This is an optimization exercise on Yosys and OpenROAD, whose aim is small area, not a production implementation. In this exercise RTL edits were held to simulation tests only and were not proved equivalent to the original. Power and IR drop assume default switching activity.

## red
## cbs_window_quad
module cbs_window_quad (
    input  wire        clk,
    input  wire        rst,
    input  wire        trig,
    input  wire [15:0] cfg_len,
    input  wire        cfg_sinc3,
    input  wire [3:0]  bits,
    input  wire [63:0] cal_ofs,
    input  wire [79:0] cal_gain,
    input  wire [3:0]  cal_valid,
    input  wire [3:0]  offset_bin,
    output wire        ready,
    output reg         done,
    output wire [63:0] code,
    output wire [3:0]  clamp,
    output wire [3:0]  cal_inv,
    output wire [15:0] len_out
);
    reg        open;
    reg        sinc3;
    reg [15:0] mreg;       
    reg [1:0]  r3;         
    reg [15:0] pc;         
    reg [1:0]  phase;
    reg [28:0] wgt;        
    reg [15:0] bv;         
    reg [15:0] len_cap;
    wire start = trig && !open && !rst;
    assign ready = !open;
    wire [15:0] pc_inc   = pc + 16'd1;
    wire        divstep  = sinc3 && (phase == 2'd0) && (pc[15:5] == 11'd0) &&
                           !(pc[4] && (pc[3:0] != 4'd0));
  ...
Size in the first run: ~650 flip-flops, ~270 I/O pins, roughly 0.041 mm² of cells after synthesis.
clock: 15.0 ns
lec_check: 0
cap_margin: 20
core_margin: 2
core_utilization: 70
cts_buf_list: sky130_fd_sc_hd__clkbuf_8 sky130_fd_sc_hd__clkbuf_16
cts_cluster_diameter: 60
cts_cluster_size: 30
place_density: 0.75
slew_margin: 20
standard.sh (not shown) runs the stock make flow with config.mk's settings and CLKGATE_MAP_FILE= SYNTH_SCRIPT=/design/flow/synth_recipe.tcl, a recipe that flattens the netlist after the stock synthesis.
==> flow/flow/run.sh <==
#!/bin/bash
# Custom flow: the standard flow with two changes that do not touch the
# design, its registers or its constraints:
#  - synthesis maps the logic with the ABC script in abc_map.script
#    (an area-recovering &nf mapping) instead of ORFS's abc_speed.script;
#  - port buffers use the smallest buffer cell.
# Everything else (scripts, settings, power grid, taps) is ORFS's own.
set -euo pipefail
HERE=$(pwd)
rm -rf "$HERE/scripts_mod"
cp -r "$FLOW_HOME/scripts" "$HERE/scripts_mod"
cp "$HERE/flow/abc_map.script" "$HERE/scripts_mod/abc_speed.script"
bash standard.sh SCRIPTS_DIR="$HERE/scripts_mod" \
    BUFFER_PORTS_ARGS="-buffer_cell sky130_fd_sc_hd__buf_1" finish > standard.log 2>&1
==> flow/flow/abc_map.script <==
strash
&get -n
&fraig -x
&put
scorr
dc2
dretime
strash
&get -n
&dch -f
&nf {D}
&put
buffer -c
topo
stime -c
upsize -c
dnsize -c
Setup changes, red to blue
Settings: an added GPL_ROUTABILITY_DRIVEN of 0; an added GPL_TIMING_DRIVEN of 0.
Findings:
blue vs red: sum of internal, switching and leakage power up by a few percent. The signal arrival time at the worst endpoint of blue exceeds that of red by 0.34 ns. Higher sequential share of cell area was reported by red, not blue.
What green does differently from blue at the input level:
Settings: GPL_TIMING_DRIVEN: 0 -> unset; GPL_ROUTABILITY_DRIVEN: 0 -> unset.
==> flow/flow/abc_map.script <==
strash
&get -n
&fraig -x
&put
scorr
dc2
strash
&get -n
&dch -f
&nf
&put
- Of the two values seen for end of the critical path, gr[2]$_SDFF_PP0_ was produced by green and du_r[43]$_DFF_P_ by blue.
- green vs blue, path length in cells of the critical path went down by 1.
- blue: no failed stages, no open violations at the end
- green went all the way through synthesis, placement and routing and the layout is clean on timing, DRC and antenna.
- Compared with blue, in green initial core utilization climbed 0.19 points, worst setup slack after placement went up by 3.02 ns, total non-filler cell area in the finished layout now sits lower.
[inputs] orange vs green
==> flow/flow/abc_map.script <==
strash
&get -n
&fraig -x
&put
scorr
dc2
dretime
dc2
strash
&get -n
&dch -f
&nf
&put
buffer -c
topo
stime -c
upsize -c
dnsize -c
==> comparison <==
- Relative to green, the combinational cell fraction of total power of orange is lower by 0.9 points.
- In orange the clock network power share turned out 0.2 points lower than in green.
- orange against green; routed length on met2 is up slightly.
- As of orange, number of buffers created by CTS had fallen by a few percent compared to green.
- orange — number of fill cells in the layout 2.4% higher, green as reference
- When orange is set beside green, its data required time at the worst endpoint turns out to be 0.03 ns smaller.
- The total cell area at the placement stage of orange is lower than that of green.
- orange ended up with a higher initial core utilization than green did.
- [orange] cell area after synthesis rose about 1% relative to green
- On register clock-pin slew on the reported worst setup and hold paths, green and orange are neck and neck.

-- afterwards: timing with drivers on the ports --
The flow's constraints put no driver on any port. The routed layouts listed below were extracted and timed again, unchanged, in two steps.
Step 1 (the two cells are an assumption about what drives the block):
set clk [get_ports {clk}]
set_driving_cell -lib_cell sky130_fd_sc_hd__clkbuf_16 $clk
set_driving_cell -lib_cell sky130_fd_sc_hd__buf_2 [delete_from_list [all_inputs] $clk]
Step 2 adds t to the input delays and takes it off the output delays; t is the mean of the earliest and latest rising clock arrival at the registers after step 1. Input paths then give back, and output paths get back, about the clock's delay inside the block.
Slacks: ideal ports / drivers / drivers and shift; pairs: ideal ports / drivers.
run | shift t [ns] | setup slack, ns | latest minus earliest clock arrival (ns) | worst data-port slew with drivers (ns)
red | 0.675 | 0.980 / 0.980 / 0.980 | 0.032 / 0.032 | 0.06
blue | 0.682 | 0.675 / 0.675 / 0.675 | 0.035 / 0.034 | 0.06
green | 0.680 | 0.771 / 0.771 / 0.771 | 0.029 / 0.029 | 0.04
orange | 0.659 | 0.601 / 0.601 / 0.601 | 0.038 / 0.039 | 0.06
After both steps setup and hold are still met in every run listed.
